Source: an optimization exercise on an open RTL-to-GDS flow (aim: small area, a short achievable clock period and few clock cycles). Production flows keep margins and buffers that such runs may drop. RTL that was checked went through simulation tests only; none was proved equivalent to the original. Function not checked in runs 1 to 5: the RTL went through the layout flow alone. Power figures rest on the tool's default switching activity, not on a simulated workload.

==> flow/design.v <==
module ledger_cvt_core (
    input  wire [127:0] word,
    input  wire [9:0]   eref,
    input  wire [1:0]   fmt,
    output wire [24:0]  win,       
    output wire         sticky,    
    output wire         neg,
    output wire [7:0]   t,         
    output wire [10:0]  ep,        
    output wire         is_nan,
    output wire         is_sat,
    output wire         is_zero
);
    assign neg = word[127];
    wire lo_zero = ~|word[126:1];
    wire lo_ones = &word[126:1];
    assign is_nan  = neg & lo_zero & ~word[0];
    assign is_sat  = word[0] & (neg ? lo_zero : lo_ones);
    assign is_zero = ~neg & lo_zero & ~word[0];
    wire fp16 = (fmt == 2'd2);
    wire signed [11:0] se  = {{2{eref[9]}}, eref};
    wire signed [11:0] epx = se + (fp16 ? -12'sd81 : 12'sd31);
    wire signed [11:0] s   = (fp16 ? 12'sd82 : -12'sd30) - se;
    wire s_hi  = fp16 ? (se <= -12'sd46) : (se <= -12'sd158);    
    wire s_mid = fp16 ? (se <= 12'sd18)  : (se <= -12'sd94);     
    wire [7:0] sc;
    assign sc[7]   = s_hi;
    assign sc[6]   = s_mid & ~s_hi;
    assign sc[5:0] = (s < 12'sd0) ? 6'd0 : (s > 12'sd151) ? 6'd23 : s[5:0];
    assign ep = epx[10:0];
    wire [150:0] we = {word[126:0], 24'd0};
    rnorm_win u_sh (.v(we), .sgn(neg), .s(sc), .win(win), .lost(sticky), .t(t));
endmodule
module ledger_cvt_pack (
    input  wire [24:0]  win,
    input  wire         sticky,
    input  wire         neg,
    input  wire [7:0]   t,
    input  wire [10:0]  ep,
    input  wire         is_nan,
    input  wire         is_sat,
    input  wire         is_zero,
    input  wire [1:0]   fmt,
    input  wire [1:0]   mode,
    input  wire         flush,
    output reg  [31:0]  bits,
    output reg          range
);
    wire fp16 = (fmt == 2'd2);
    wire signed [11:0] bex  = $signed({4'd0, t}) + $signed({ep[10], ep});
    wire signed [11:0] bmax = fp16 ? 12'sd30 : 12'sd254;
    wire [7:0] be     = (bex < 12'sd1) ? 8'd1 : bex[7:0];
    wire       be_ovf = bex > bmax;
    wire       be_top = bex == bmax;
    reg st, wr;
    reg [23:0] low;    
    always @(*) begin
        case (fmt)
            2'd1:    begin st = sticky | (|win[15:0]); wr = win[16]; low = 24'h00FFFF; end
            2'd2:    begin st = sticky | (|win[12:0]); wr = win[13]; low = 24'h001FFF; end
            default: begin st = sticky;                wr = win[0];  low = 24'h000000; end
        endcase
    end
    wire [23:0] kx   = win[24:1] ^ {24{neg}};    
    wire        xr   = wr ^ neg;                 
    wire        c    = neg & ~st;                
    wire        rbit = xr ^ c;
    reg         lsb;
    always @(*) begin
        case (fmt)
            2'd1:    lsb = kx[16];
            2'd2:    lsb = kx[13];
            default: lsb = kx[0];
        endcase
    end
    reg up;
    always @(*) begin
        case (mode)
            2'd1:    up = 1'b0;
            2'd2:    up = ~neg & (rbit | st);
            2'd3:    up = neg & (rbit | st);
            default: up = rbit & (st | lsb);
        endcase
    end
    wire inc = (xr & c) | up;
    wire [24:0] n = {1'b0, kx | low} + {24'd0, inc};
    wire cy = n[24];
    wire h  = n[23] | cy;
    wire to_inf = (mode == 2'd0) || (mode == 2'd2 && !neg) || (mode == 2'd3 && neg);
    wire [22:0] mant = (cy || (!h && flush)) ? 23'd0 : n[22:0];
    wire [7:0]  ex   = h ? (be + {7'd0, cy}) : 8'd0;
    wire        ovf  = be_ovf | (be_top & cy);
    always @(*) begin
        range = 1'b0;
        bits  = 32'd0;
        case (fmt)
            2'd1: begin
                if (is_nan)       bits = 32'h7FC0;
                else if (is_sat)  begin bits = {16'd0, neg, 15'h7F80}; range = 1'b1; end
                else if (is_zero) bits = 32'd0;
                else if (ovf)     begin bits = {16'd0, neg, to_inf ? 15'h7F80 : 15'h7F7F}; range = 1'b1; end
                else              bits = {16'd0, neg, ex, mant[22:16]};
            end
            2'd2: begin
                if (is_nan)       bits = 32'h7E00;
                else if (is_sat)  begin bits = {16'd0, neg, 15'h7C00}; range = 1'b1; end
                else if (is_zero) bits = 32'd0;
                else if (ovf)     begin bits = {16'd0, neg, to_inf ? 15'h7C00 : 15'h7BFF}; range = 1'b1; end
                else              bits = {16'd0, neg, ex[4:0], mant[22:13]};
            end
            default: begin
                if (is_nan)       bits = 32'h7FC0_0000;
                else if (is_sat)  begin bits = {neg, 31'h7F80_0000}; range = 1'b1; end
                else if (is_zero) bits = 32'd0;
                else if (ovf)     begin bits = {neg, to_inf ? 31'h7F80_0000 : 31'h7F7F_FFFF}; range = 1'b1; end
                else              bits = {neg, ex, mant};
            end
        endcase
    end
endmodule
module rnorm_win (
    input  wire [150:0] v,
    input  wire         sgn,
    input  wire [7:0]   s,
    output wire [24:0]  win,
    output wire         lost,     
    output wire [7:0]   t
);
    wire [151:0] t7;
    wire [87:0]  t6;
    wire [55:0]  t5;
    wire [39:0]  t4;
    wire [31:0]  t3;
    wire [27:0]  t2;
    wire [25:0]  t1;
    wire [7:0]   k;
    wire [7:0]   e;       
    function automatic ns63(input [62:0] g, input sg);
        ns63 = sg ? ~&g : |g;
    endfunction
    function automatic ns32(input [31:0] g, input sg);
        ns32 = sg ? ~&g : |g;
    endfunction
    function automatic ns16(input [15:0] g, input sg);
        ns16 = sg ? ~&g : |g;
    endfunction
    function automatic ns8(input [7:0] g, input sg);
        ns8 = sg ? ~&g : |g;
    endfunction
    function automatic ns4(input [3:0] g, input sg);
        ns4 = sg ? ~&g : |g;
    endfunction
    function automatic ns2(input [1:0] g, input sg);
        ns2 = sg ? ~&g : |g;
    endfunction
    assign k[7] = s[7];
    assign e[6] = 1'b1;
    assign k[6] = (~k[7] & ns63(v[150:88], sgn)) | (e[6] & s[6]);
    assign e[5] = e[6] & (k[6] == s[6]);
    assign k[5] = (~k[7] & ns32(t6[87:56], sgn)) | (e[5] & s[5]);
    assign e[4] = e[5] & (k[5] == s[5]);
    assign k[4] = (~k[7] & ns16(t5[55:40], sgn)) | (e[4] & s[4]);
    assign e[3] = e[4] & (k[4] == s[4]);
    assign k[3] = (~k[7] & ns8(t4[39:32], sgn)) | (e[3] & s[3]);
    assign e[2] = e[3] & (k[3] == s[3]);
    assign k[2] = (~k[7] & ns4(t3[31:28], sgn)) | (e[2] & s[2]);
    assign e[1] = e[2] & (k[2] == s[2]);
    assign k[1] = (~k[7] & ns2(t2[27:26], sgn)) | (e[1] & s[1]);
    assign e[0] = e[1] & (k[1] == s[1]);
    assign k[0] = (~k[7] & (t1[25] ^ sgn)) | (e[0] & s[0]);
    assign e[7] = 1'b1;
    assign t = k;
    genvar j;
    generate
        for (j = 0; j < 152; j = j + 1) begin : s7
            if (j + 128 <= 150) assign t7[j] = k[7] ? v[j + 128] : v[j];
            else if (j < 48)    assign t7[j] = k[7] ? sgn : v[j];
            else if (j <= 150)  assign t7[j] = v[j];
            else                assign t7[j] = sgn;
        end
        for (j = 0; j < 88; j = j + 1) begin : s6
            assign t6[j] = k[6] ? t7[j + 64] : t7[j];
        end
        for (j = 0; j < 56; j = j + 1) begin : s5
            assign t5[j] = k[5] ? t6[j + 32] : t6[j];
        end
        for (j = 0; j < 40; j = j + 1) begin : s4
            assign t4[j] = k[4] ? t5[j + 16] : t5[j];
        end
        for (j = 0; j < 32; j = j + 1) begin : s3
            assign t3[j] = k[3] ? t4[j + 8] : t4[j];
        end
        for (j = 0; j < 28; j = j + 1) begin : s2
            assign t2[j] = k[2] ? t3[j + 4] : t3[j];
        end
        for (j = 0; j < 26; j = j + 1) begin : s1
            assign t1[j] = k[1] ? t2[j + 2] : t2[j];
        end
        for (j = 0; j < 25; j = j + 1) begin : s0
            assign win[j] = k[0] ? t1[j + 1] : t1[j];
        end
    endgenerate
    assign lost = (k[7] & (|v[127:0])) | (k[6] & (|t7[63:0])) | (k[5] & (|t6[31:0])) |
                  (k[4] & (|t5[15:0])) | (k[3] & (|t4[7:0])) | (k[2] & (|t3[3:0])) |
                  (k[1] & (|t2[1:0])) | (k[0] & t1[0]);
endmodule
module ledger_cvt (
    input  wire         clk,
    input  wire         rst,
    input  wire         in_valid,
    output wire         in_ready,
    input  wire [127:0] in_word,
    input  wire [9:0]   in_eref,
    input  wire [1:0]   in_fmt,      
    input  wire [1:0]   in_mode,     
    input  wire         in_flush,    
    output reg          out_valid,
    output reg  [31:0]  out_bits,
    output reg          out_range
);
    assign in_ready = 1'b1;
    reg         v0;
    reg [127:0] word0;
    reg [9:0]   eref0;
    reg [1:0]   fmt0, mode0;
    reg         flush0;
    always @(posedge clk) begin
        v0     <= rst ? 1'b0 : in_valid;
        word0  <= in_word;
        eref0  <= in_eref;
        fmt0   <= in_fmt;
        mode0  <= in_mode;
        flush0 <= in_flush;
    end
    wire [24:0] win;
    wire        sticky, neg, is_nan, is_sat, is_zero;
    wire [7:0]  t;
    wire [10:0] ep;
    ledger_cvt_core core (
        .word(word0), .eref(eref0), .fmt(fmt0),
        .win(win), .sticky(sticky), .neg(neg), .t(t), .ep(ep),
        .is_nan(is_nan), .is_sat(is_sat), .is_zero(is_zero));
    reg         v1;
    reg [24:0]  win1;
    reg         sticky1, neg1, nan1, sat1, zero1;
    reg [7:0]   t1;
    reg [10:0]  ep1;
    reg [1:0]   fmt1, mode1;
    reg         flush1;
    always @(posedge clk) begin
        v1      <= rst ? 1'b0 : v0;
        win1    <= win;
        sticky1 <= sticky;
        neg1    <= neg;
        t1      <= t;
        ep1     <= ep;
        nan1    <= is_nan;
        sat1    <= is_sat;
        zero1   <= is_zero;
        fmt1    <= fmt0;
        mode1   <= mode0;
        flush1  <= flush0;
    end
    wire [31:0] bits;
    wire        range;
    ledger_cvt_pack pack (
        .win(win1), .sticky(sticky1), .neg(neg1), .t(t1), .ep(ep1),
        .is_nan(nan1), .is_sat(sat1), .is_zero(zero1), .fmt(fmt1), .mode(mode1), .flush(flush1),
        .bits(bits), .range(range));
    always @(posedge clk) begin
        out_valid <= rst ? 1'b0 : v1;
        out_bits  <= bits;
        out_range <= range;
    end
endmodule
==> flow/flow/run.sh <==
#!/bin/bash
# The standard layout (standard.sh) with three changes:
#  - synthesis maps the logic with an area-oriented ABC script (flow/synth.tcl);
#  - ports are buffered with buf_1 instead of the default buffer cell;
#  - timing repair aims at an 8 ns period (setup margin 27 ns on the 35 ns
#    clock).  The constraints themselves are unchanged.
set -euo pipefail
export MY_WORK_DIR=$(pwd)
export MY_FLOW_DIR=$(pwd)/flow
bash standard.sh "SYNTH_SCRIPT=$MY_FLOW_DIR/synth.tcl" \
  "BUFFER_PORTS_ARGS=-buffer_cell sky130_fd_sc_hd__buf_1" \
  "SETUP_SLACK_MARGIN=27" finish > flow_make.log 2>&1
==> flow/flow/area.abc <==
strash; dch -f; amap; topo; stime -c; buffer -c; upsize -c; dnsize -c
==> flow/flow/synth.tcl <==
# synth_recipe.tcl (the standard synthesis) with one change: ABC maps the
# logic with flow/area.abc, an area-oriented script (amap, then buffering
# and sizing), instead of ORFS's script.  Registers are mapped before ABC
# runs, so their cells and names are the standard synthesis's.
proc abc {args} {
  set i [lsearch -exact $args -script]
  if {$i >= 0} { lset args [expr {$i + 1}] $::env(MY_FLOW_DIR)/area.abc }
  yosys abc {*}$args
}
source $::env(MY_WORK_DIR)/synth_recipe.tcl
==> flow/standard.sh <==
#!/bin/bash
# synth_recipe.tcl (not shown) runs the flow's synth.tcl, then flattens the netlist and writes it again
# the make line also repeats each setting of config.mk as NAME=value (left out here)
make -C /OpenROAD-flow-scripts/flow DESIGN_CONFIG=/design/flow/config.mk WORK_HOME=/design/flow/orfs CLKGATE_MAP_FILE= SYNTH_SCRIPT=/design/flow/synth_recipe.tcl "${@:-finish}"
==> flow/config.mk <==
export PLATFORM = sky130hd
export DESIGN_NAME = ledger_cvt
export DESIGN_NICKNAME = ledger_cvt
export VERILOG_FILES = /design/flow/design.v
export SDC_FILE = /design/flow/constraint.sdc
export NUM_CORES = 4
export LEC_CHECK = 0
export CAP_MARGIN = 20
export CORE_MARGIN = 2
export CORE_UTILIZATION = 50
export PLACE_DENSITY = 0.7
export SLEW_MARGIN = 20
==> flow/constraint.sdc <==
create_clock -name core_clock -period 35.0 [get_ports {clk}]
set_input_delay 7.0000 -clock core_clock [delete_from_list [all_inputs] [get_ports {clk}]]
set_output_delay 7.0000 -clock core_clock [all_outputs]
set_load 0.01 [all_outputs]
==> metrics.yaml, run 1 <==
clk_pin_slew_ps: 60
grt_pass1_vias: 12987
cts_num_sinks: 233
r2r-end: "win1[15]"
hold_path.startpoint: "flush0"
crit_path_max_fanout: 13
viasPerCell: 6.46
wl_per_cell_um: 24.0
final_cells: 2139
slew_headroom: 0.268
wirelength_um: 51300
antenna_found_initial: 3
critPathRequiredTime_ps: 35420
clock_path_buffers: 3
dr.pass1.iters: 6
clk_latency_ps: 540
p_int_w: 0.000616
ant_nets: 0
synth_async_sr_flop_share: 0
finalSetupViolCount: 0
ys.flop_type: "dfxtp_1"
die_w_um: 161
synth-edff-count: 0
die_area_um2: 25800
final_hold_viol_count: 0
status: "no timing/DRC/antenna violations"
crit_path_end_kind: "register"
fin_crit_sh: 0.271
gp_congestion: 1.09
ys_seq_area_frac: 0.381
drt_iter0_markers: 1593
p_sw_w: 0.000352
power_w: 0.000968
syn_avg_cell_area_um2: 7.87
num_vias: 13809
synthToLayoutAreaGrowth_pct: 33.8
drc_errors: 0
p_sw_frac: 0.364
p_clk_frac: 0.270
root_buffer: "clkbuf_16"
fillers: 1980
initial_core_util: 0.507
fin_nets: 1969
worst_pin_slew_ps: 1090
rsz0062_at_grt: "true"
drv_cap: 0
synth.net_count: 1729
synth_area_um2: 12300
dp_hpwl_um: 35200
grt_start_max_net_pins: 47
min_path_cells: 0
power_frac_comb: 0.390
io_pins: 181
synth_seq_cells: 233
grt_usage: 0.382
yosysWarnings: 3
p_seq_frac: 0.340
holdPathEnd: "flush1"
io_buffers: 179
drive_gt1_frac: 0.188
ir_drop_uv: 48.0
holdBufCountCts: 0
min_path_type: "reg -> reg"
hold_ws_ps: 334
cts_buffers: 24
max_freq_mhz: 106
crit_top_cell: "buf_12"
core.rowCount: 57
core_um2: 24200
h-tree-depth: 1
crit_path_top_delay_cell: "or4_4"
startpoint_type: "register"
tns_ps: 0
max_stage_delay_ps: 480
r2r.worst_path.cells: 49
synth.distinct_cells: 67
worstReg2RegStart: "word0[106]"
finClkSkew_ps: 12.5
crit_buf_inv: 15
cts_tree: "done"
period_minus_slack_ps: 9480
overflow: 0
worstSetupPathType: "reg -> reg"
grt_first_pass_wirelength_um: 75800
dieHeight_um: 161
placed_cells: 1978
synth_cells: 1556
slew_violations: 0
critPathTopFamily: "compound AO/OA/AOI/OAI gates"
p_leak_nw: 6.56
ff2ff_setup_slack_ps: 25520
worstPathArrival_ps: 9900
power.density_nw_per_um2: 59.1
per-stage QoR:
stage / worst slack (ps) / cell area, um2 / util
after global routing: 25180 / 16400 / 0.678
final: 25520 / 16400 / 0.678
after detailed placement: 21990 / 13000 / 0.539
after global placement: 22400 / 13000 / 0.539
after CTS: 25910 / 16000 / 0.660
after floorplan: 27030 / 12300 / -
cell families after synthesis:
| logic type | Yosys count | share of synthesized area |
|---|---|---|
| compound gates | 535 | 0.305 |
| simple gates | 496 | 0.200 |
| buf+inv | 263 | 0.0852 |
| flops | 233 | 0.381 |
| fa+ha+maj | 27 | 0.0282 |
| xor+xnor | 1 | 0.000715 |
| other cells | 1 | 0.000306 |
cells in the final DEF (no fill, tap or decap), types with 21 or more instances in the layout:
cell	count
o22ai_1	58
buf_4	73
nand4_1	64
ha_1	26
nand2_1	79
dfxtp_1	219
clkbuf_16	24
inv_1	158
nor2_1	179
nor4_1	27
o21ai_0	73
or4_1	31
a21oi_1	93
o22ai_4	21
o22a_1	159
nor3_1	21
buf_1	149
cell type report:
class | count | area (um2) | share of cell area
diodes | 2 | 5.00 | 0.000305
clock buffers | 35 | 732 | 0.0447
clock inverters | 8 | 101 | 0.00618
inverters | 170 | 743 | 0.0453
multi-input cells | 1062 | 7400 | 0.451
flip-flops and latches | 233 | 4690 | 0.286
well taps | 324 | 405 | 0.0247
repair buffers | 291 | 2210 | 0.135
repair inverters | 14 | 106 | 0.00649
how the worst max path moves through the flow:
stage | startpoint | endpoint | slack [ps] | cells after the start
6_report | word0[106] | win1[15] | 25520 | 49
5_1_grt | word0[106] | win1[15] | 25180 | 47
4_1_cts | word0[106] | win1[6] | 25910 | 46
3_5_place_dp | eref0[1] | win1[6] | 21990 | 49
3_3_place_gp | eref0[1] | win1[3] | 22400 | 50
2_1_floorplan | word0[120] | win1[10] | 27030 | 45
power groups by stage:
| stage | logic, W | registers [W] | clock network, W |
|---|---|---|---|
| 2_1_floorplan | 0.000202 | 0.000331 | 0 |
| 3_3_place_gp | 0.000274 | 0.000333 | 0 |
| 3_5_place_dp | 0.000275 | 0.000333 | 0 |
| 4_1_cts | 0.000343 | 0.000328 | 0.000264 |
| 5_1_grt | 0.000400 | 0.000333 | 0.000274 |
| 6_report | 0.000378 | 0.000329 | 0.000261 |
sequential cells by signal, summed over array words and instances, names as in the netlist, 2 cells and up:
name / count
eref0: 10
ep1: 11
mode1: 2
fmt0: 2
word0: 128
fmt1: 2
t1: 8
win1: 25
mode0: 2
out_bits: 32
routing by layer:
layer | global-route usage | share of wire | vias up
met3 | 0.0669 | 0.089 | 271
met1 | 0.443 | 0.37 | 6348
met2 | 0.626 | 0.45 | 922
met5 | 0 | 0 | -
met4 | 0.300 | 0.092 | 0
li1 | - | - | 6268
cell usage after synthesis, types with 7 or more instances:
cell type | count | area (um2)
dfxtp_1 | 233 | 4660
nor2_1 | 184 | 691
inv_1 | 162 | 608
o22a_1 | 160 | 1400
a21oi_1 | 109 | 546
o22ai_1 | 94 | 588
nand2_1 | 81 | 304
o21ai_0 | 73 | 365
nand4_1 | 64 | 400
clkbuf_1 | 53 | 199
nor4_1 | 41 | 257
or4_1 | 33 | 248
ha_1 | 26 | 325
nor3_1 | 25 | 125
nand3_1 | 24 | 120
buf_1 | 20 | 75.1
a31oi_1 | 16 | 100
or3_1 | 13 | 81.3
buf_2 | 12 | 60.1
o221ai_1 | 11 | 96.3
nor2b_1 | 10 | 62.6
a21o_1 | 8 | 60.1
o211ai_1 | 8 | 60.1
inv_2 | 7 | 26.3
or2_2 | 7 | 43.8
timing repair:
item / 4_1_cts / 5_1_grt
pin swaps: 32 / 31
buffers inserted: 57 / 25
resized for setup: 208 / 59
cloned: 32 / 2
setup endpoints to repair: 47 / 51
==> run 2: changes to the inputs <==
--- a/flow/design.v
+++ b/flow/design.v
@@ -137,38 +137,50 @@
     wire [7:0]   e;       
-    function automatic ns63(input [62:0] g, input sg);
-        ns63 = sg ? ~&g : |g;
-    endfunction
-    function automatic ns32(input [31:0] g, input sg);
-        ns32 = sg ? ~&g : |g;
-    endfunction
-    function automatic ns16(input [15:0] g, input sg);
-        ns16 = sg ? ~&g : |g;
-    endfunction
-    function automatic ns8(input [7:0] g, input sg);
-        ns8 = sg ? ~&g : |g;
-    endfunction
-    function automatic ns4(input [3:0] g, input sg);
-        ns4 = sg ? ~&g : |g;
-    endfunction
-    function automatic ns2(input [1:0] g, input sg);
-        ns2 = sg ? ~&g : |g;
-    endfunction
+    wire [127:0] w = {sgn, v[150:24]};
+    wire [15:0] a8, o8;
+    wire [7:0]  a16, o16;
+    wire [3:0]  a32, o32;
+    wire [1:0]  a64, o64;
+    genvar j;
+    generate
+        for (j = 0; j < 16; j = j + 1) begin : g8
+            assign a8[j] = &w[8*j+7:8*j];
+            assign o8[j] = |w[8*j+7:8*j];
+        end
+        for (j = 0; j < 8; j = j + 1) begin : g16
+            assign a16[j] = a8[2*j+1] & a8[2*j];
+            assign o16[j] = o8[2*j+1] | o8[2*j];
+        end
+        for (j = 0; j < 4; j = j + 1) begin : g32
+            assign a32[j] = a16[2*j+1] & a16[2*j];
+            assign o32[j] = o16[2*j+1] | o16[2*j];
+        end
+        for (j = 0; j < 2; j = j + 1) begin : g64
+            assign a64[j] = a32[2*j+1] & a32[2*j];
+            assign o64[j] = o32[2*j+1] | o32[2*j];
+        end
+    endgenerate
+    wire [15:0] n8  = sgn ? ~a8  : o8;
+    wire [7:0]  n16 = sgn ? ~a16 : o16;
+    wire [3:0]  n32 = sgn ? ~a32 : o32;
+    wire [1:0]  n64 = sgn ? ~a64 : o64;
+    wire n4 = sgn ? ~&t3[31:28] : |t3[31:28];
+    wire n2 = sgn ? ~&t2[27:26] : |t2[27:26];
+    wire n1 = t1[25] ^ sgn;
     assign k[7] = s[7];
+    assign e[7] = 1'b1;
     assign e[6] = 1'b1;
-    assign k[6] = (~k[7] & ns63(v[150:88], sgn)) | (e[6] & s[6]);
+    assign k[6] = (~k[7] & n64[1]) | (e[6] & s[6]);
     assign e[5] = e[6] & (k[6] == s[6]);
-    assign k[5] = (~k[7] & ns32(t6[87:56], sgn)) | (e[5] & s[5]);
+    assign k[5] = (~k[7] & n32[{k[6], 1'b1}]) | (e[5] & s[5]);
     assign e[4] = e[5] & (k[5] == s[5]);
-    assign k[4] = (~k[7] & ns16(t5[55:40], sgn)) | (e[4] & s[4]);
+    assign k[4] = (~k[7] & n16[{k[6], k[5], 1'b1}]) | (e[4] & s[4]);
     assign e[3] = e[4] & (k[4] == s[4]);
-    assign k[3] = (~k[7] & ns8(t4[39:32], sgn)) | (e[3] & s[3]);
+    assign k[3] = (~k[7] & n8[{k[6], k[5], k[4], 1'b1}]) | (e[3] & s[3]);
     assign e[2] = e[3] & (k[3] == s[3]);
-    assign k[2] = (~k[7] & ns4(t3[31:28], sgn)) | (e[2] & s[2]);
+    assign k[2] = (~k[7] & n4) | (e[2] & s[2]);
     assign e[1] = e[2] & (k[2] == s[2]);
-    assign k[1] = (~k[7] & ns2(t2[27:26], sgn)) | (e[1] & s[1]);
+    assign k[1] = (~k[7] & n2) | (e[1] & s[1]);
     assign e[0] = e[1] & (k[1] == s[1]);
-    assign k[0] = (~k[7] & (t1[25] ^ sgn)) | (e[0] & s[0]);
-    assign e[7] = 1'b1;
+    assign k[0] = (~k[7] & n1) | (e[0] & s[0]);
     assign t = k;
-    genvar j;
     generate
==> metrics.yaml, run 2 <==
p_sw_w: 0.000383
status: "no timing/DRC/antenna violations"
yosysWarnings: 2
overflow: 0
die_w_um: 161
top_register: "word0"
root_buffer: "clkbuf_16"
synth_async_sr_flop_share: 0
syn_avg_cell_area_um2: 7.99
tns_ps: 0
cts_num_sinks: 233
yosys.area.top_type: "dfxtp_1"
period_minus_slack_ps: 7970
clock_path_buffers: 3
antenna_found_initial: 0
critPathRequiredTime_ps: 28000
grt_pass1_vias: 12196
ys.flop_type: "dfxtp_1"
p_sw_frac: 0.373
num_vias: 13150
worst_pin_slew_ps: 864
fillers: 2122
finClkSkew_ps: 23.9
drc_errors: 0
crit_path_end_kind: "output port"
grt_start_max_net_pins: 82
grt_usage: 0.328
mostFrequentLayoutCell: "dfxtp_1"
diodes: 0
layout_common_cells: "dfxtp_1 (231), o22a_1 (168), nor2_1 (164)"
max_stage_delay_ps: 300
synth-edff-count: 0
grt_first_pass_wirelength_um: 67100
gp_congestion: 1.11
slew_violations: 0
fin_crit_sh: 0.228
dieHeight_um: 161
io_pins: 181
p_int_w: 0.000643
synth_top_cells_by_count: "dfxtp_1 (233), nor2_1 (169), o22a_1 (168)"
power_frac_comb: 0.421
core.rowCount: 57
max_freq_mhz: 125
wl_per_cell_um: 22.2
clk_pin_slew_ps: 60
power.density_nw_per_um2: 67.0
ant_nets: 0
drt_iter0_markers: 1758
dp_hpwl_um: 32100
viasPerCell: 6.34
critPathTopFamily: "flip-flops"
synth.most_common_cell: "dfxtp_1"
die_area_um2: 26000
drv_cap: 0
p_leak_nw: 6.03
cts_buffers: 24
synth.net_count: 1722
synthDominantCellAreaShare: 0.377
ir_drop_uv: 50.2
crit_buf_inv: 1
synth.distinct_cells: 67
synthToLayoutAreaGrowth_pct: 23.8
crit_path_max_fanout: 1
synth_cells: 1548
p_seq_frac: 0.317
initial_core_util: 0.509
largest_register_ffs: 128
fin_nets: 1905
worstSetupPathType: "reg -> out"
synth_seq_cells: 233
p_clk_frac: 0.262
cts_tree: "done"
rsz0062_at_grt: "false"
clk_latency_ps: 540
power_w: 0.00103
startpoint_type: "register"
final_hold_viol_count: 0
crit_path_top_delay_cell: "dfxtp_1"
io_buffers: 179
synth_area_leaders: "dfxtp_1 (38%), o22a_1 (12%), nor2_1 (5.1%)"
min_path_type: "reg -> reg"
finalSetupViolCount: 0
h-tree-depth: 1
ys_seq_area_frac: 0.377
top_regs: "word0 (128), out_bits (32), win1 (25)"
slew_headroom: 0.424
worstPathArrival_ps: 970
core_um2: 24300
dr.pass1.iters: 9
crit_chain: "buf_1"
synth_area_um2: 12400
wirelength_um: 46100
drive_gt1_frac: 0.142
==> run 2: repair_timing <==
action                                  in CTS  in global routing
gates cloned                                10                  7
resized for setup                           79                 73
hold buffers                                 0                  0
pin swaps                                    7                 29
setup buffers                               13                 31
endpoints found under the setup margin      45                 37
==> run 2: kinds of logic after synthesis <==
logic type	Yosys count	share of synthesized area
flops	233	0.377
compound gates	547	0.324
buf+inv	275	0.0844
other cells	1	0.000303
simple gates	464	0.186
fa+ha+maj	28	0.0289
==> run 2: worst reg2reg max path, delay by kind of cell, from the launching register on <==
family	cells	cell delay, ps
AO/OA/AOI/OAI	19	3730
adder cells (fa/ha/maj)	1	260
buffers and inverters	13	1740
flip-flops	1	330
AND/OR/NAND/NOR	9	1770
==> run 2: per-layer routing <==
layer	part of all wire	track usage
met1	0.39	0.400
met2	0.44	0.549
met3	0.092	0.0521
met4	0.079	0.196
met5	0	0
==> run 2: layout make-up <==
| class | instances | area (um2) | area share |
|---|---|---|---|
| multi-input cells | 1042 | 7120 | 0.465 |
| repair buffers | 245 | 1500 | 0.0977 |
| well taps | 324 | 405 | 0.0265 |
| repair inverters | 5 | 31.3 | 0.00204 |
| flip-flops and latches | 233 | 4670 | 0.305 |
| clock inverters | 15 | 208 | 0.0136 |
| inverters | 180 | 738 | 0.0482 |
| clock buffers | 29 | 639 | 0.0418 |
==> run 2: path summary, 6_finish.rpt <==
path / startpoint / end / slack, ps / depth (start not counted)
worst min register to register: mode0[0] / mode1[0] / 320 / 0
worst min-delay path: mode0[0] / mode1[0] / 320 / 0
worst max register to register: fmt0[1] / win1[13] / 27050 / 42
worst max-delay path: out_bits[29] / out_bits[29] / 27030 / 1
==> run 2: stage by stage <==
| step | cell area, um2 | hold slack, ps | util | instances | worst slack (ps) |
|---|---|---|---|---|---|
| final | 15300 | 324 | 0.629 | 2073 | 27030 |
| after global routing | 15300 | 335 | 0.629 | 2073 | 26760 |
| after CTS | 14600 | 327 | 0.602 | 2035 | 27000 |
| after detailed placement | 13200 | 312 | 0.542 | 1968 | 23720 |
| after global placement | 13200 | 310 | 0.542 | 1968 | 24120 |
| after floorplan | 12400 | 310 | - | 1548 | 27670 |
==> run 2: power by group through the flow <==
stage | Combinational [W] | Clock (W) | Sequential, W
after global routing | 0.000461 | 0.000285 | 0.000329
after floorplan | 0.000256 | 0 | 0.000330
after CTS | 0.000384 | 0.000274 | 0.000324
after global placement | 0.000339 | 0 | 0.000330
after detailed placement | 0.000341 | 0 | 0.000330
final | 0.000431 | 0.000269 | 0.000325
==> run 3: changes to the inputs <==
--- a/flow/design.v
+++ b/flow/design.v
@@ -2,4 +2,3 @@
     input  wire [127:0] word,
-    input  wire [9:0]   eref,
-    input  wire [1:0]   fmt,
+    input  wire [10:0]  s,         
     output wire [24:0]  win,       
@@ -19,13 +18,5 @@
     assign is_zero = ~neg & lo_zero & ~word[0];
-    wire fp16 = (fmt == 2'd2);
-    wire signed [11:0] se  = {{2{eref[9]}}, eref};
-    wire signed [11:0] epx = se + (fp16 ? -12'sd81 : 12'sd31);
-    wire signed [11:0] s   = (fp16 ? 12'sd82 : -12'sd30) - se;
-    wire s_hi  = fp16 ? (se <= -12'sd46) : (se <= -12'sd158);    
-    wire s_mid = fp16 ? (se <= 12'sd18)  : (se <= -12'sd94);     
-    wire [7:0] sc;
-    assign sc[7]   = s_hi;
-    assign sc[6]   = s_mid & ~s_hi;
-    assign sc[5:0] = (s < 12'sd0) ? 6'd0 : (s > 12'sd151) ? 6'd23 : s[5:0];
-    assign ep = epx[10:0];
+    wire signed [10:0] ss = s;
+    wire [7:0] sc = (ss < 11'sd0) ? 8'd0 : (ss > 11'sd151) ? 8'd151 : s[7:0];
+    assign ep = 11'd1 - s;
     wire [150:0] we = {word[126:0], 24'd0};
@@ -235,3 +226,3 @@
     reg [127:0] word0;
-    reg [9:0]   eref0;
+    reg [10:0]  s0;       
     reg [1:0]   fmt0, mode0;
@@ -241,3 +232,3 @@
         word0  <= in_word;
-        eref0  <= in_eref;
+        s0     <= ((in_fmt == 2'd2) ? 11'sd82 : -11'sd30) - {in_eref[9], in_eref};
         fmt0   <= in_fmt;
@@ -251,3 +242,3 @@
     ledger_cvt_core core (
-        .word(word0), .eref(eref0), .fmt(fmt0),
+        .word(word0), .s(s0),
         .win(win), .sticky(sticky), .neg(neg), .t(t), .ep(ep),
==> metrics.yaml, run 3 <==
dp_hpwl_um: 34100
synth_async_sr_flop_share: 0
initial_core_util: 0.513
yosys.area.top_type: "dfxtp_1"
ys_seq_area_frac: 0.386
dieHeight_um: 160
max_freq_mhz: 125
period_minus_slack_ps: 8030
p_sw_frac: 0.424
drt_iter0_markers: 1732
crit_path_end_kind: "register"
overflow: 0
yosysWarnings: 2
slew_violations: 0
synthToLayoutAreaGrowth_pct: 22.7
fin_crit_sh: 0.229
worstPathArrival_ps: 8440
diodes: 0
final_util: 0.630
wirelength_um: 46100
drc_errors: 0
top_regs: "word0 (128), out_bits (32), win1 (25)"
synth_seq_cells: 234
startpoint_type: "input pin"
dr.pass1.iters: 6
worst_pin_slew_ps: 944
crit_chain: "buf_8 -> nor2b_4 -> ha_4 -> a21oi_4 -> nor2_2 -> or3b_4 -> a21oi_2 -> o21ai_2 -> nor2_1 -> a21oi_1"
cts_buffers: 24
tns_ps: 0
top_register: "word0"
grt_pass1_vias: 11489
rsz0062_at_grt: "true"
io_pins: 181
layout_common_cells: "dfxtp_1 (233), o22a_1 (176), nor2_1 (173)"
synth_area_um2: 12100
clk_latency_ps: 530
finalSetupViolCount: 0
clock_path_buffers: 3
core.rowCount: 56
cts_tree: "done"
io_buffers: 179
placed_cells: 1923
ir_drop_uv: 62.7
final_cell_area_um2: 14900
synth-edff-count: 0
crit_path_top_delay_cell: "or3b_4"
viasPerCell: 6.29
die_w_um: 160
synth_top_cells_by_count: "dfxtp_1 (234), nor2_1 (179), o22a_1 (176)"
fin_nets: 1880
gp_congestion: 1.08
synth_area_leaders: "dfxtp_1 (39%), o22a_1 (13%), nor2_1 (5.5%)"
syn_avg_cell_area_um2: 8.10
core_um2: 23600
synth.most_common_cell: "dfxtp_1"
worstSetupPathType: "in -> reg"
slew_headroom: 0.370
status: "no timing/DRC/antenna violations"
final_hold_viol_count: 0
finClkSkew_ps: 18.7
synthDominantCellAreaShare: 0.386
largest_register_ffs: 128
fin_ws_ps: 26970
grt_usage: 0.333
root_buffer: "clkbuf_16"
critPathRequiredTime_ps: 35420
clk_pin_slew_ps: 60
antenna_found_initial: 1
mostFrequentLayoutCell: "dfxtp_1"
wl_per_cell_um: 22.6
die_area_um2: 25500
final_cells: 2042
drv_cap: 0
cts_num_sinks: 234
p_sw_w: 0.000556
grt_start_max_net_pins: 68
crit_buf_inv: 1
max_stage_delay_ps: 400
synth.distinct_cells: 69
synth.net_count: 1671
drive_gt1_frac: 0.143
ant_nets: 0
p_seq_frac: 0.256
power.density_nw_per_um2: 88.2
grt_first_pass_wirelength_um: 66100
dpl-instance-area_um2: 13000
h-tree-depth: 1
dp_slack_ps: 24490
p_clk_frac: 0.183
critPathTopFamily: "simple AND/OR/NAND/NOR gates"
crit_path_max_fanout: 2
min_path_type: "reg -> reg"
p_leak_nw: 5.92
num_vias: 12839
ys.flop_type: "dfxtp_1"
synth_cells: 1497
p_int_w: 0.000755
power_frac_comb: 0.561
[run 3: cell count changes after synthesis, sizes merged, moves of 5 or more]
cell   change
o21ai     -18
a31oi     -13
a21oi     +12
nand2     -12
nor2      +10
nor3       +8
o22a       +8
buf        -7
inv        -7
o22ai      -5
or4        -5
[run 3: cell type report]
cell class / instances / area, um2
timing repair buffer: 261 / 1540
timing repair inverter: 6 / 36.3
clock inverter: 9 / 57.6
multi-input combinational: 1006 / 6740
sequential: 234 / 4690
inverter: 173 / 722
fill: 2144 / 8740
tap: 319 / 399
clock buffer: 34 / 689
[run 3: worst paths after layout]
kind / from / end / slack (ps) / cells past startpoint
max: in_fmt[0] / s0[9] / 26970 / 10
min: flush0 / flush1 / 330 / 0
max reg2reg: word0[123] / win1[21] / 27070 / 37
min reg2reg: flush0 / flush1 / 330 / 0
[run 3: cells by family (layout without fill, tap and decap cells)]
family                     Yosys count  count (layout)  share of synthesized area
adders and majority gates           28              28                     0.0295
DFF                                234             234                      0.386
buffers and inverters              259             483                     0.0830
xor gates and xnor gates             1               1                   0.000723
and+or+nand+nor                    464             464                      0.190
AOI/OAI and AO/OA                  510             512                      0.310
other                                1               1                   0.000309
[run 3: through the flow]
| step | hold slack (ps) | power (W) |
|---|---|---|
| floorplan | 310 | 0.000773 |
| global placement | 311 | 0.000907 |
| detailed placement | 314 | 0.000909 |
| CTS | 328 | 0.00119 |
| global route | 339 | 0.00137 |
| finish | 326 | 0.00131 |
[run 3: power by group through the flow]
stage	logic, W	registers (W)	clock network [W]
finish	0.000736	0.000336	0.000239
global route	0.000775	0.000340	0.000257
CTS	0.000610	0.000335	0.000244
detailed placement	0.000568	0.000341	0
global placement	0.000566	0.000341	0
floorplan	0.000434	0.000340	0
[run 3: worst register-to-register path: cells and delay by family, from the launching register on]
kind,cells,cell delay [ps]
buffers and inverters,12,1820
and+or+nand+nor,10,2140
DFF,1,340
AOI/OAI and AO/OA,15,3520
[run 3: routing by layer]
metal,track usage,vias up,share of wire
li1,-,5986,-
met2,0.513,800,0.42
met1,0.450,5887,0.42
met5,0,-,0.00028
met3,0.100,164,0.12
met4,0.0988,2,0.042
[run 3: what timing repair did]
item                                   4_1_cts  5_1_grt
endpoints found under the hold margin        0        0
cloned                                       3       13
setup endpoints to repair                   41       68
hold buffers                                 0        0
gates resized for setup                     57       61
buffers inserted                            13       47
pin swaps                                   10       27
==> run 4: changes to the inputs <==
--- a/flow/design.v
+++ b/flow/design.v
@@ -13,4 +13,12 @@
     assign neg = word[127];
-    wire lo_zero = ~|word[126:1];
-    wire lo_ones = &word[126:1];
+    wire [15:0] a8, o8;
+    genvar j;
+    generate
+        for (j = 0; j < 16; j = j + 1) begin : g8
+            assign a8[j] = &word[8*j+7:8*j];
+            assign o8[j] = |word[8*j+7:8*j];
+        end
+    endgenerate
+    wire lo_zero = ~(|o8[14:1]) & ~|word[126:120] & ~|word[7:1];
+    wire lo_ones = &a8[14:1] & &word[126:120] & &word[7:1];
     assign is_nan  = neg & lo_zero & ~word[0];
@@ -22,3 +30,3 @@
     wire [150:0] we = {word[126:0], 24'd0};
-    rnorm_win u_sh (.v(we), .sgn(neg), .s(sc), .win(win), .lost(sticky), .t(t));
+    rnorm_win u_sh (.v(we), .a8(a8), .o8(o8), .sgn(neg), .s(sc), .win(win), .lost(sticky), .t(t));
 endmodule
@@ -42,3 +50,3 @@
     wire signed [11:0] bmax = fp16 ? 12'sd30 : 12'sd254;
-    wire [7:0] be     = (bex < 12'sd1) ? 8'd1 : bex[7:0];
+    wire [7:0] be     = bex[7:0];
     wire       be_ovf = bex > bmax;
@@ -113,2 +121,4 @@
     input  wire [150:0] v,
+    input  wire [15:0]  a8,       
+    input  wire [15:0]  o8,       
     input  wire         sgn,
@@ -128,4 +138,2 @@
     wire [7:0]   e;       
-    wire [127:0] w = {sgn, v[150:24]};
-    wire [15:0] a8, o8;
     wire [7:0]  a16, o16;
@@ -135,6 +143,2 @@
     generate
-        for (j = 0; j < 16; j = j + 1) begin : g8
-            assign a8[j] = &w[8*j+7:8*j];
-            assign o8[j] = |w[8*j+7:8*j];
-        end
         for (j = 0; j < 8; j = j + 1) begin : g16
@@ -205,3 +209,3 @@
     endgenerate
-    assign lost = (k[7] & (|v[127:0])) | (k[6] & (|t7[63:0])) | (k[5] & (|t6[31:0])) |
+    assign lost = (k[7] & (|o8[12:0])) | (k[6] & (|t7[63:0])) | (k[5] & (|t6[31:0])) |
                   (k[4] & (|t5[15:0])) | (k[3] & (|t4[7:0])) | (k[2] & (|t3[3:0])) |
==> metrics.yaml, run 4 <==
status: "no timing/DRC/antenna violations"
synth.most_common_cell: "dfxtp_1"
drt_iter0_markers: 1546
io_buffers: 179
top_register: "word0"
p_leak_nw: 5.96
dieHeight_um: 158
r2r-end: "win1[11]"
cp-startpoint: "in_fmt[0]"
endpoint: "s0[7]"
final_cell_area_um2: 14900
dp_hpwl_um: 31300
grt_start_max_net_pins: 69
drc_errors: 0
diodes: 0
synthMuxAreaShare: 0
crit_path_end_kind: "register"
cts_buffers: 23
clk_pin_slew_ps: 60
critPathTopFamily: "simple AND/OR/NAND/NOR gates"
worst_pin_slew_ps: 1100
die_w_um: 158
mostFrequentLayoutCell: "dfxtp_1"
core_um2: 23300
ys_seq_area_frac: 0.396
top_regs: "word0 (128), out_bits (32), win1 (25)"
max_freq_mhz: 124
power.density_nw_per_um2: 85.7
synth_async_sr_flop_share: 0
critPathRequiredTime_ps: 35400
hold_ws_ps: 328
synth_cells: 1453
multi_input_area_um2: 6470
grt_usage: 0.334
dr.pass1.iters: 8
core.rowCount: 56
synthAdderAreaFrac: 0.0303
path_depth: 10
cts_tree: "done"
rsz0062_at_grt: "true"
synth_top_cells_by_count: "dfxtp_1 (234), o22a_1 (167), nor2_1 (149)"
clock_path_buffers: 3
drive_gt1_frac: 0.141
antenna_found_initial: 1
synth.distinct_cells: 61
ys.flop_type: "dfxtp_1"
fin_crit_sh: 0.231
dpl-instance-area_um2: 12700
synth_area_leaders: "dfxtp_1 (40%), o22a_1 (12%), o22ai_1 (5.3%)"
fillers: 2030
cts_num_sinks: 234
crit_path_top_delay_cell: "or3b_4"
final_hold_viol_count: 0
largest_register_ffs: 128
synth_area_um2: 11800
crit_chain: "buf_6 -> nor2b_4 -> ha_4 -> a31oi_4 -> nor2_2 -> or3b_4 -> buf_4 -> buf_6 -> nor2_4 -> a21oi_2"
initial_core_util: 0.506
finClkSkew_ps: 21.0
ant_nets: 0
root_buffer: "clkbuf_16"
grt_first_pass_wirelength_um: 63700
fin_nets: 1848
die_area_um2: 24900
synth_top_family_by_area: "compound AO/OA/AOI/OAI gates"
finalSetupViolCount: 0
crit_top_cell: "buf_6"
synth-simple-area-share: 0.169
power_w: 0.00128
synth_compound_area_frac: 0.321
synthDominantCellAreaShare: 0.396
overflow: 0
crit_path_max_fanout: 2
yosysWarnings: 2
seq_area_um2: 4690
synthToLayoutAreaGrowth_pct: 26.0
worstPathArrival_ps: 8490
wl_per_cell_um: 22.1
period_minus_slack_ps: 8080
final_cells: 2010
r2r.worst_path.cells: 41
h-tree-depth: 1
drv_cap: 0
ff2ff_setup_slack_ps: 27110
synth_seq_cells: 234
clk_latency_ps: 520
max_stage_delay_ps: 380
syn_avg_cell_area_um2: 8.13
grt_pass1_vias: 11177
crit_buf_inv: 3
synth-edff-count: 0
slew_violations: 0
wirelength_um: 44500
worstReg2RegStart: "word0[82]"
synthXorXnorAreaFrac: 0
yosys.area.top_type: "dfxtp_1"
synth.net_count: 1627
num_vias: 12659
gp_congestion: 1.03
layout_common_cells: "dfxtp_1 (231), o22a_1 (167), buf_1 (155)"
viasPerCell: 6.30
slew_headroom: 0.258
startpoint_type: "input pin"
tns_ps: 0
ir_drop_uv: 46.8
io_pins: 181
worstSetupPathType: "in -> reg"
holdBufCountCts: 0
placed_cells: 1874
min_path_type: "reg -> reg"
-- run 4: cell types whose count changed after synthesis, moves of 6 or more --
cell	previous run	this run
nand2_1	75	81
nor2_1	179	149
nor3_1	27	21
or2_2	12	6
o22a_1	176	167
a31oi_1	20	31
or4_1	33	16
nor4_1	28	39
o21ai_0	56	68
o221ai_1	29	18
o22ai_1	87	100
inv_2	20	5
-- run 4: cells by family after synthesis --
| logic type | count (synthesis) |
|---|---|
| simple gates | 411 |
| buf+inv | 247 |
| compound gates | 532 |
| flops | 234 |
| other cells | 1 |
| fa+ha+maj | 28 |
-- run 4: per-layer routing --
layer  vias up  wire, um  track usage
li1       5870         -            -
met4         2      2560        0.139
met3       182      4050       0.0567
met1      5838     18100        0.446
met5         -        13            0
met2       767     19800        0.535
-- run 4: report_power, final --
part / switching, W / leakage [nW] / internal (W)
Clock: 0.000101 / 0.379 / 0.000145
Sequential: 0.0000277 / 1.97 / 0.000312
Combinational: 0.000394 / 3.61 / 0.000295
-- run 4: worst min-delay path by stage --
stage,from,to,slack [ps],cells after the start
global route,mode0[1],mode1[1],340,0
floorplan,flush0,flush1,310,0
detailed placement,fmt0[1],fmt1[1],310,0
finish,flush0,flush1,330,0
global placement,fmt0[1],fmt1[1],310,0
CTS,flush0,flush1,330,0
-- run 4: layout make-up --
cell class                      instances  share of cell area
Clock inverter                          8             0.00521
Timing Repair Buffer                  278               0.121
Sequential cell                       234               0.315
Multi-Input combinational cell        973               0.435
Inverter                              156              0.0462
Clock buffer                           34              0.0468
Timing Repair inverter                  8             0.00471
Tap cell                              319              0.0268
-- run 4: what timing repair did --
item | 4_1_cts | 5_1_grt
setup endpoints to repair | 34 | 52
setup buffers | 27 | 47
gates cloned | 12 | 7
pin swaps | 14 | 35
resized for setup | 49 | 76
-- run 4: per-stage QoR --
stage	setup slack, ps	utilization
2_1_floorplan	26590	-
4_1_cts	26910	0.605
3_5_place_dp	24050	0.543
5_1_grt	26760	0.638
3_3_place_gp	24350	0.543
6_report	26920	0.638
==> run 5: changes to the inputs <==
--- a/flow/config.mk
+++ b/flow/config.mk
@@ -10,2 +10,3 @@
 export CORE_UTILIZATION = 50
+export CTS_BUF_LIST = sky130_fd_sc_hd__clkbuf_8
 export PLACE_DENSITY = 0.7
==> metrics.yaml, run 5 <==
wirelength_um: 44600
gp_congestion: 1.03
ys_seq_area_frac: 0.396
cts_tree: "done"
crit_path_max_fanout: 2
fin_crit_sh: 0.230
rsz0062_at_grt: "true"
mostFrequentLayoutCell: "dfxtp_1"
finalSetupViolCount: 0
met1_usage: 0.441
crit_chain: "buf_6 -> nor2b_4 -> ha_4 -> a31oi_4 -> nor2_2 -> or3b_4 -> a21oi_2 -> o21ai_2 -> nor2_1 -> a21oi_1"
power.density_nw_per_um2: 85.2
synth_seq_cells: 234
power_w: 0.00127
worstPathArrival_ps: 8460
grt_pass1_vias: 11328
final_hold_viol_count: 0
cts_buffers: 37
p_leak_nw: 6.05
top_register: "word0"
die_w_um: 158
synth_area_um2: 11800
synth.distinct_cells: 61
core_um2: 23300
critPathRequiredTime_ps: 35420
holdBufCountCts: 0
ant_nets: 0
dieHeight_um: 158
synth_area_leaders: "dfxtp_1 (40%), o22a_1 (12%), o22ai_1 (5.3%)"
layout_common_cells: "dfxtp_1 (222), o22a_1 (167), inv_1 (152)"
viasPerCell: 6.26
crit_path_top_delay_cell: "or3b_4"
status: "no timing/DRC/antenna violations"
finClkSkew_ps: 13.0
use_met2: 0.541
clk_latency_ps: 530
startpoint_type: "input pin"
slew_violations: 0
synthToLayoutAreaGrowth_pct: 26.5
drt_iter0_markers: 1437
fin_nets: 1856
clock_path_buffers: 3
dr.pass1.iters: 6
cts_num_sinks: 234
top_regs: "word0 (128), out_bits (32), win1 (25)"
syn_avg_cell_area_um2: 8.13
drv_cap: 0
diodes: 0
h-tree-depth: 2
use_met3: 0.0695
root_buffer: "clkbuf_8"
busiest_layer: "met2"
ys.flop_type: "dfxtp_1"
die_area_um2: 24900
drc_errors: 0
crit_buf_inv: 1
worstSetupPathType: "in -> reg"
critPathTopFamily: "simple AND/OR/NAND/NOR gates"
io_buffers: 179
max_freq_mhz: 124
yosysWarnings: 2
max_stage_delay_ps: 400
clk_pin_slew_ps: 60
grt_usage: 0.338
overflow: 0
tns_ps: 0
antenna_found_initial: 1
dp_hpwl_um: 31300
grt_first_pass_wirelength_um: 64300
synth_top_cells_by_count: "dfxtp_1 (234), o22a_1 (167), nor2_1 (149)"
wl_per_cell_um: 22.0
synth_cells: 1453
core.rowCount: 56
drive_gt1_frac: 0.158
synth.most_common_cell: "dfxtp_1"
yosys.area.top_type: "dfxtp_1"
synth-edff-count: 0
worst_pin_slew_ps: 1190
initial_core_util: 0.506
synth_async_sr_flop_share: 0
synthDominantCellAreaShare: 0.396
synth.net_count: 1627
io_pins: 181
period_minus_slack_ps: 8030
num_vias: 12704
min_path_type: "reg -> reg"
slew_headroom: 0.200
crit_path_end_kind: "register"
largest_register_ffs: 128
grt_start_max_net_pins: 69
ir_drop_uv: 52.2
[run 5: timing repair]
action	4_1_cts	5_1_grt
pin swaps	13	27
gates cloned	12	6
setup endpoints to repair	51	52
setup buffers	27	42
resized for setup	68	91
[run 5: final cells by class]
type | count | area (um2)
Clock inverter | 22 | 201
Sequential cell | 234 | 4700
Timing Repair Buffer | 273 | 1810
Tap cell | 319 | 399
Fill cell | 2053 | 8390
Inverter | 156 | 688
Clock buffer | 44 | 606
Multi-Input combinational cell | 973 | 6480
Timing Repair inverter | 7 | 61.3
[run 5: worst paths after layout]
| kind | from | end | slack, ps | depth (start not counted) |
|---|---|---|---|---|
| min | fmt0[1] | fmt1[1] | 330 | 0 |
| max | in_fmt[1] | s0[9] | 26970 | 10 |
| min reg2reg | fmt0[1] | fmt1[1] | 330 | 0 |
| max reg2reg | word0[80] | win1[11] | 27050 | 39 |
[run 5: metrics by stage]
stage	hold slack [ps]	setup WS (ps)	utilization	cells	area, um2
after floorplan	310	26590	-	1453	11900
after global routing	339	26780	0.640	2028	14900
final	326	26970	0.640	2028	14900
after detailed placement	312	24050	0.543	1874	12700
after global placement	312	24350	0.543	1874	12700
after CTS	326	26930	0.607	1979	14200
[run 5: cells by family after synthesis]
kind of cell	count (synthesis)	share of synthesized area
other cells	1	0.000317
compound gates	532	0.321
simple gates	411	0.169
fa+ha+maj	28	0.0303
flops	234	0.396
buf+inv	247	0.0829
[run 5: report_power, final]
part / internal, W / switching (W)
sequential: 0.000313 / 0.0000280
combinational: 0.000292 / 0.000389
clock: 0.000144 / 0.000106
[run 5: routing by layer]
layer	part of all wire	vias up	routed length, um
li1	-	5900	-
met1	0.39	5824	17500
met2	0.45	808	19900
met3	0.10	170	4670
met4	0.055	2	2470
met5	0.00040	-	18
==> run 6: changes to the inputs <==
--- a/flow/design.v
+++ b/flow/design.v
@@ -90,28 +90,14 @@
     wire [7:0]  ex   = h ? (be + {7'd0, cy}) : 8'd0;
-    wire        ovf  = be_ovf | (be_top & cy);
-    always @(*) begin
-        range = 1'b0;
-        bits  = 32'd0;
+    wire        ovf  = (be_ovf | (be_top & cy)) & ~is_zero & ~is_nan & ~is_sat;
+    wire        is_inf = is_sat | (ovf & to_inf);
+    wire        is_max = ovf & ~to_inf;
+    wire        sign   = neg & ~is_nan;
+    wire [7:0]  e8     = (is_nan | is_inf | is_max) ? {7'h7F, ~is_max} : ex;
+    wire [22:0] m23    = is_nan ? 23'h400000 : is_inf ? 23'd0 : is_max ? 23'h7FFFFF : mant;
+    always @(*) begin
+        range = is_sat | ovf;
         case (fmt)
-            2'd1: begin
-                if (is_nan)       bits = 32'h7FC0;
-                else if (is_sat)  begin bits = {16'd0, neg, 15'h7F80}; range = 1'b1; end
-                else if (is_zero) bits = 32'd0;
-                else if (ovf)     begin bits = {16'd0, neg, to_inf ? 15'h7F80 : 15'h7F7F}; range = 1'b1; end
-                else              bits = {16'd0, neg, ex, mant[22:16]};
-            end
-            2'd2: begin
-                if (is_nan)       bits = 32'h7E00;
-                else if (is_sat)  begin bits = {16'd0, neg, 15'h7C00}; range = 1'b1; end
-                else if (is_zero) bits = 32'd0;
-                else if (ovf)     begin bits = {16'd0, neg, to_inf ? 15'h7C00 : 15'h7BFF}; range = 1'b1; end
-                else              bits = {16'd0, neg, ex[4:0], mant[22:13]};
-            end
-            default: begin
-                if (is_nan)       bits = 32'h7FC0_0000;
-                else if (is_sat)  begin bits = {neg, 31'h7F80_0000}; range = 1'b1; end
-                else if (is_zero) bits = 32'd0;
-                else if (ovf)     begin bits = {neg, to_inf ? 31'h7F80_0000 : 31'h7F7F_FFFF}; range = 1'b1; end
-                else              bits = {neg, ex, mant};
-            end
+            2'd1:    bits = {16'd0, sign, e8, m23[22:16]};
+            2'd2:    bits = {16'd0, sign, e8[4:0], m23[22:13]};
+            default: bits = {sign, e8, m23};
         endcase
@@ -180,31 +166,10 @@
     assign t = k;
-    generate
-        for (j = 0; j < 152; j = j + 1) begin : s7
-            if (j + 128 <= 150) assign t7[j] = k[7] ? v[j + 128] : v[j];
-            else if (j < 48)    assign t7[j] = k[7] ? sgn : v[j];
-            else if (j <= 150)  assign t7[j] = v[j];
-            else                assign t7[j] = sgn;
-        end
-        for (j = 0; j < 88; j = j + 1) begin : s6
-            assign t6[j] = k[6] ? t7[j + 64] : t7[j];
-        end
-        for (j = 0; j < 56; j = j + 1) begin : s5
-            assign t5[j] = k[5] ? t6[j + 32] : t6[j];
-        end
-        for (j = 0; j < 40; j = j + 1) begin : s4
-            assign t4[j] = k[4] ? t5[j + 16] : t5[j];
-        end
-        for (j = 0; j < 32; j = j + 1) begin : s3
-            assign t3[j] = k[3] ? t4[j + 8] : t4[j];
-        end
-        for (j = 0; j < 28; j = j + 1) begin : s2
-            assign t2[j] = k[2] ? t3[j + 4] : t3[j];
-        end
-        for (j = 0; j < 26; j = j + 1) begin : s1
-            assign t1[j] = k[1] ? t2[j + 2] : t2[j];
-        end
-        for (j = 0; j < 25; j = j + 1) begin : s0
-            assign win[j] = k[0] ? t1[j + 1] : t1[j];
-        end
-    endgenerate
+    assign t7  = {sgn, v[150:48], k[7] ? {25{sgn}} : v[47:23], k[7] ? v[150:128] : v[22:0]};
+    assign t6  = k[6] ? t7[151:64] : t7[87:0];
+    assign t5  = k[5] ? t6[87:32]  : t6[55:0];
+    assign t4  = k[4] ? t5[55:16]  : t5[39:0];
+    assign t3  = k[3] ? t4[39:8]   : t4[31:0];
+    assign t2  = k[2] ? t3[31:4]   : t3[27:0];
+    assign t1  = k[1] ? t2[27:2]   : t2[25:0];
+    assign win = k[0] ? t1[25:1]   : t1[24:0];
     assign lost = (k[7] & (|o8[12:0])) | (k[6] & (|t7[63:0])) | (k[5] & (|t6[31:0])) |
--- a/flow/config.mk
+++ b/flow/config.mk
@@ -10,3 +10,2 @@
 export CORE_UTILIZATION = 50
-export CTS_BUF_LIST = sky130_fd_sc_hd__clkbuf_8
 export PLACE_DENSITY = 0.7
==> metrics.yaml, run 6 <==
status: "no timing/DRC/antenna violations"
crit_path_max_fanout: 2
io_pins: 181
synth_area_um2: 11700
synth_compound_area_frac: 0.319
diodes: 0
ys.flop_type: "dfxtp_1"
finalSetupViolCount: 0
core.rowCount: 55
drv_cap: 0
p_sw_frac: 0.395
synth_top_family_by_area: "compound AO/OA/AOI/OAI gates"
initial_core_util: 0.512
wl_per_cell_um: 21.3
synthXorXnorAreaFrac: 0
cp-startpoint: "in_fmt[1]"
p_leak_nw: 5.77
synth-simple-area-share: 0.174
dp_hpwl_um: 29600
viasPerCell: 6.28
antenna_found_initial: 0
p_int_w: 0.000755
synthDominantCellAreaShare: 0.402
synth-edff-count: 0
power.density_nw_per_um2: 86.3
top_regs: "word0 (128), out_bits (32), win1 (25)"
clock_path_buffers: 3
root_buffer: "clkbuf_16"
dr.pass1.iters: 6
fin_nets: 1780
ys_seq_area_frac: 0.402
final_hold_viol_count: 0
synth_top_cells_by_count: "dfxtp_1 (234), nor2_1 (164), o22a_1 (162)"
ant_nets: 0
synth.distinct_cells: 67
layout_common_cells: "dfxtp_1 (224), nor2_1 (161), o22a_1 (161)"
ir_drop_uv: 50.8
startpoint_type: "input pin"
worst_pin_slew_ps: 1010
final_util: 0.634
clk_pin_slew_ps: 60
min_path_type: "reg -> reg"
synth_seq_cells: 234
fillers: 2018
largest_register_ffs: 128
io_buffers: 179
p_seq_frac: 0.271
critPathRequiredTime_ps: 35430
yosysWarnings: 2
synth.net_count: 1594
rsz0062_at_grt: "true"
top_register: "word0"
multi_input_area_um2: 6420
grt_usage: 0.322
crit_path_end_kind: "register"
overflow: 0
p_sw_w: 0.000492
worstSetupPathType: "in -> reg"
die_area_um2: 24600
cts_tree: "done"
grt_start_max_net_pins: 92
worstPathArrival_ps: 8490
mostFrequentLayoutCell: "dfxtp_1"
synthAdderAreaFrac: 0.0307
num_vias: 12161
synth_area_leaders: "dfxtp_1 (40%), o22a_1 (12%), nor2_1 (5.3%)"
placed_cells: 1838
cts_num_sinks: 234
power_frac_comb: 0.489
cts_buffers: 25
fin_crit_sh: 0.230
max_freq_mhz: 124
holdBufCountCts: 0
p_clk_frac: 0.240
wirelength_um: 41300
grt_first_pass_wirelength_um: 61300
synthToLayoutAreaGrowth_pct: 23.9
die_w_um: 157
drc_errors: 0
hold_path.startpoint: "flush0"
h-tree-depth: 1
seq_area_um2: 4700
finClkSkew_ps: 14.4
synthMuxAreaShare: 0
synth.most_common_cell: "dfxtp_1"
grt_pass1_vias: 11076
final_cells: 1937
drt_iter0_markers: 1716
gp_congestion: 1.07
slew_violations: 0
synth_cells: 1420
worstReg2RegStart: "word0[112]"
dieHeight_um: 157
core_um2: 22800
synth_async_sr_flop_share: 0
period_minus_slack_ps: 8060
drive_gt1_frac: 0.134
yosys.area.top_type: "dfxtp_1"
tns_ps: 0
slew_headroom: 0.308
clk_latency_ps: 540
syn_avg_cell_area_um2: 8.21
==> run 6: cell types whose count changed after synthesis, moves of 4 or more <==
cell      delta
a31oi_1     -11
o32ai_1     +10
or2_2        +4
buf_1        +6
clkbuf_1     -6
buf_6        -4
o22a_1       -5
nand2_1      -6
nor2_1      +15
o21ai_0      -9
inv_1       -15
and3_1       +6
or3_1        -9
==> run 6: power by group through the flow <==
| stage | Sequential [W] | Combinational, W | Clock [W] |
|---|---|---|---|
| final | 0.000338 | 0.000610 | 0.000300 |
| after detailed placement | 0.000341 | 0.000490 | 0 |
| after global placement | 0.000340 | 0.000488 | 0 |
| after floorplan | 0.000340 | 0.000369 | 0 |
| after CTS | 0.000336 | 0.000550 | 0.000303 |
| after global routing | 0.000342 | 0.000646 | 0.000314 |
==> run 6: through the flow <==
stage               power [W]  hold slack [ps]  instance area (um2)  setup WS (ps)
floorplan            0.000708              310                11700          26600
CTS                   0.00119              327                14000          26950
finish                0.00125              323                14500          26940
global route          0.00130              331                14500          26790
global placement     0.000828              312                12600          24020
detailed placement   0.000831              315                12600          23720
==> run 6: path summary, 6_finish.rpt <==
kind | end | slack [ps] | cells after the start
max reg2reg | win1[13] | 27040 | 38
max | s0[9] | 26940 | 10
min | flush1 | 320 | 0
min reg2reg | flush1 | 320 | 0
==> run 6: kinds of logic after synthesis <==
family          Yosys count
other cells               1
flops                   234
compound gates          512
fa+ha+maj                28
buf+inv                 227
simple gates            418
==> run 6: timing repair <==
action,CTS,global route
buffers inserted,16,25
endpoints found under the setup margin,51,76
pin swaps,7,13
cloned,10,3
gates resized for setup,54,60
==> run 6: final cells by class <==
cell class,instances,share of cell area
Sequential cell,234,0.325
Tap cell,313,0.0271
Timing Repair Buffer,241,0.0979
Clock buffer,35,0.0507
Timing Repair inverter,3,0.00113
Multi-Input combinational cell,961,0.444
Clock inverter,10,0.0151
Inverter,140,0.0389
==> run 6: layer usage <==
layer  global-route usage  share of wire  vias to the layer above
met1                0.451           0.42                     5538
met4               0.0904          0.037                        0
met2                0.495           0.42                      810
met3               0.0734           0.12                      134
met5                    0              0                        -
li1                     -              -                     5679
==> run 6: critical path, cell delays in order <==
cell and delay (ps):
buf_1 90, nor2b_4 190, ha_4 230, a31oi_4 150
nor2_2 70, or3b_4 390, a21oi_2 160, o21ai_2 90
nor2_1 90, a21oi_1 40
Testbench counts of run 6, summed over its fixed seeds: cycles 16,024.
==> run 7: changes to the inputs <==
==> flow/flow/area.abc (replaced) <==
strash; dch -f; amap
==> flow/flow/synth.tcl (replaced) <==
# synth_recipe.tcl (the standard synthesis) with one change: ABC maps the
# logic with flow/area.abc, an area-oriented script (amap; the layout flow
# buffers and sizes), instead of ORFS's script.  Registers are mapped before ABC
# runs, so their cells and names are the standard synthesis's.
proc abc {args} {
  set i [lsearch -exact $args -script]
  if {$i >= 0} { lset args [expr {$i + 1}] $::env(MY_FLOW_DIR)/area.abc }
  yosys abc {*}$args
}
source $::env(MY_WORK_DIR)/synth_recipe.tcl
==> metrics.yaml, run 7 <==
status: "no timing/DRC/antenna violations"
final_hold_viol_count: 0
synthToLayoutAreaGrowth_pct: 27.2
startpoint_type: "input pin"
period_minus_slack_ps: 8100
largest_register_ffs: 128
min_path_type: "reg -> reg"
grt_start_max_net_pins: 78
fin_crit_sh: 0.231
grt_usage: 0.313
diodes: 0
cts_buffers: 24
gp_congestion: 0.997
power_frac_comb: 0.492
die_area_um2: 23600
dp_hpwl_um: 28100
max_freq_mhz: 123
max_stage_delay_ps: 400
slew_headroom: 0.357
root_buffer: "clkbuf_16"
ir_drop_uv: 42.6
fin_nets: 1763
core.rowCount: 54
top_regs: "word0 (128), out_bits (32), win1 (25)"
ys_seq_area_frac: 0.418
holdBufCountCts: 0
synth.net_count: 1508
h-tree-depth: 1
ant_nets: 0
worstSetupPathType: "in -> reg"
drive_gt1_frac: 0.113
min_path_cells: 0
critPathRequiredTime_ps: 35420
io_buffers: 179
drt_iter0_markers: 1234
p_int_w: 0.000711
dr.pass1.iters: 6
yosys.area.top_type: "dfxtp_1"
die_w_um: 154
synth_top_cells_by_count: "dfxtp_1 (234), nor2_1 (165), o22a_1 (162)"
wl_per_cell_um: 20.7
crit_path_max_fanout: 2
viasPerCell: 6.36
dieHeight_um: 154
io_pins: 181
clk_latency_ps: 540
synth_area_leaders: "dfxtp_1 (42%), o22a_1 (13%), nor2_1 (5.5%)"
crit_path_end_kind: "register"
syn_avg_cell_area_um2: 8.40
clock_path_buffers: 3
synth_area_um2: 11200
rsz0062_at_grt: "true"
crit_chain: "buf_8 -> nor2b_4 -> ha_4 -> a31oi_4 -> nor2_2 -> or3b_4 -> buf_4 -> buf_6 -> nor2_2 -> a21oi_1"
core_um2: 21900
overflow: 0
grt_pass1_vias: 10896
num_vias: 12000
cts_tree: "done"
cts_num_sinks: 234
ys.flop_type: "dfxtp_1"
worstPathArrival_ps: 8520
r2r.worst_path.cells: 41
power_w: 0.00117
drc_errors: 0
p_leak_nw: 5.17
crit_path_top_delay_cell: "or3b_4"
initial_core_util: 0.512
yosysWarnings: 2
p_seq_frac: 0.286
finClkSkew_ps: 24.0
p_clk_frac: 0.221
p_sw_w: 0.000461
synth_seq_cells: 234
clk_pin_slew_ps: 60
layout_common_cells: "dfxtp_1 (231), o22a_1 (161), nor2_1 (160)"
worst_pin_slew_ps: 956
tns_ps: 0
synth_async_sr_flop_share: 0
slew_violations: 0
drv_cap: 0
finalSetupViolCount: 0
antenna_found_initial: 0
grt_first_pass_wirelength_um: 59300
synth-edff-count: 0
synth_cells: 1334
power.density_nw_per_um2: 82.2
top_register: "word0"
crit_top_cell: "nor2_2"
synth.distinct_cells: 50
mostFrequentLayoutCell: "dfxtp_1"
synth.most_common_cell: "dfxtp_1"
ff2ff_setup_slack_ps: 27140
p_sw_frac: 0.393
synthDominantCellAreaShare: 0.418
wirelength_um: 39000
-- run 7: changes by cell type in the layout (fill, tap and decap cells not counted), sizes merged --
cell	change
clkinv	+139
inv	-132
buf	-20
bufinv	-4
bufbuf	+2
clkinvlp	-2
and2b	-1
nor2b	+1
o32ai	-1
-- run 7: routing by layer --
layer / vias to the layer above / GRT usage / wire, um / part of all wire
li1: 5680 / - / - / -
met1: 5605 / 0.448 / 17100 / 0.44
met2: 630 / 0.490 / 17000 / 0.44
met3: 85 / 0.0558 / 3840 / 0.098
met4: 0 / 0.0791 / 1050 / 0.027
met5: - / 0 / 0 / 0
-- run 7: cell type report --
| type | instances | area (um2) |
|---|---|---|
| tap | 280 | 350 |
| inverter | 140 | 592 |
| multi-input combinational | 960 | 6440 |
| clock buffer | 30 | 673 |
| timing repair inverter | 1 | 5.00 |
| fill | 1903 | 7630 |
| clock inverter | 13 | 143 |
| sequential | 234 | 4690 |
| timing repair buffer | 228 | 1370 |
-- run 7: path summary, 6_finish.rpt --
kind / start / end
max: in_fmt[0] / s0[7]
min: mode0[0] / mode1[0]
max reg2reg: word0[126] / sticky1
min reg2reg: mode0[0] / mode1[0]
-- run 7: kinds of logic (layout without fill, tap and decap cells) --
logic type                 after synthesis  after routing  share of synthesized area
buffers and inverters                  141            412                     0.0475
and+or+nand+nor                        418            418                      0.180
AOI/OAI and AO/OA                      512            513                      0.323
adders and majority gates               28             28                     0.0319
DFF                                    234            234                      0.418
other                                    1              1                   0.000334
-- run 7: metrics by stage --
stage               instance area, um2  instances  hold slack (ps)  setup WS, ps   util
detailed placement               12600       1806              314         24080  0.575
global route                     14300       1886              335         26820  0.651
finish                           14300       1886              330         26900  0.651
CTS                              13900       1871              333         26930  0.635
floorplan                        11500       1334              310         21560      -
global placement                 12600       1806              310         24240  0.575
-- run 7: repair_timing --
action,CTS,global route
endpoints found under the setup margin,37,72
setup buffers,14,12
pin swaps,6,14
hold endpoints to repair,0,0
resized for setup,45,59
cloned,8,3
-- run 7: critical path: cells and delay by family --
family,cells,cell delay (ps)
simple gates,4,720
buf+inv,3,340
fa+ha+maj,1,240
compound gates,2,210
-- run 7: power by group through the flow --
stage	clock network, W	registers [W]	logic (W)
after global placement	0	0.000340	0.000483
after floorplan	0	0.000341	0.000359
after global routing	0.000274	0.000340	0.000621
final	0.000259	0.000336	0.000577
after detailed placement	0	0.000340	0.000486
after CTS	0.000263	0.000335	0.000537

-- static timing again, ports no longer ideal --
How much do the figures lean on ideal ports? The routed layouts below were timed once more, with nothing changed but the port constraints. Step 1 assumes that a clkbuf_16 drives the clock port and a buf_2 every other input. Step 2 also shifts input and output timing later by t, the mid clock arrival at the registers, as if the neighbouring blocks saw the same clock. Three values: no drivers, after step 1, after step 2; two values: the first two.
| run | shift t [ns] | slack for setup (ns) |
|---|---|---|
| run 1 | 0.593 | 25.522 / 25.522 / 25.522 |
| run 2 | 0.585 | 27.032 / 26.979 / 27.051 |
| run 3 | 0.577 | 26.971 / 26.976 / 26.410 |
| run 4 | 0.561 | 26.917 / 26.915 / 26.353 |
| run 5 | 0.574 | 26.966 / 26.962 / 26.388 |
| run 6 | 0.583 | 26.938 / 26.964 / 26.382 |
| run 7 | 0.578 | 26.898 / 26.908 / 26.330 |
After both steps setup and hold are still met in every run listed.
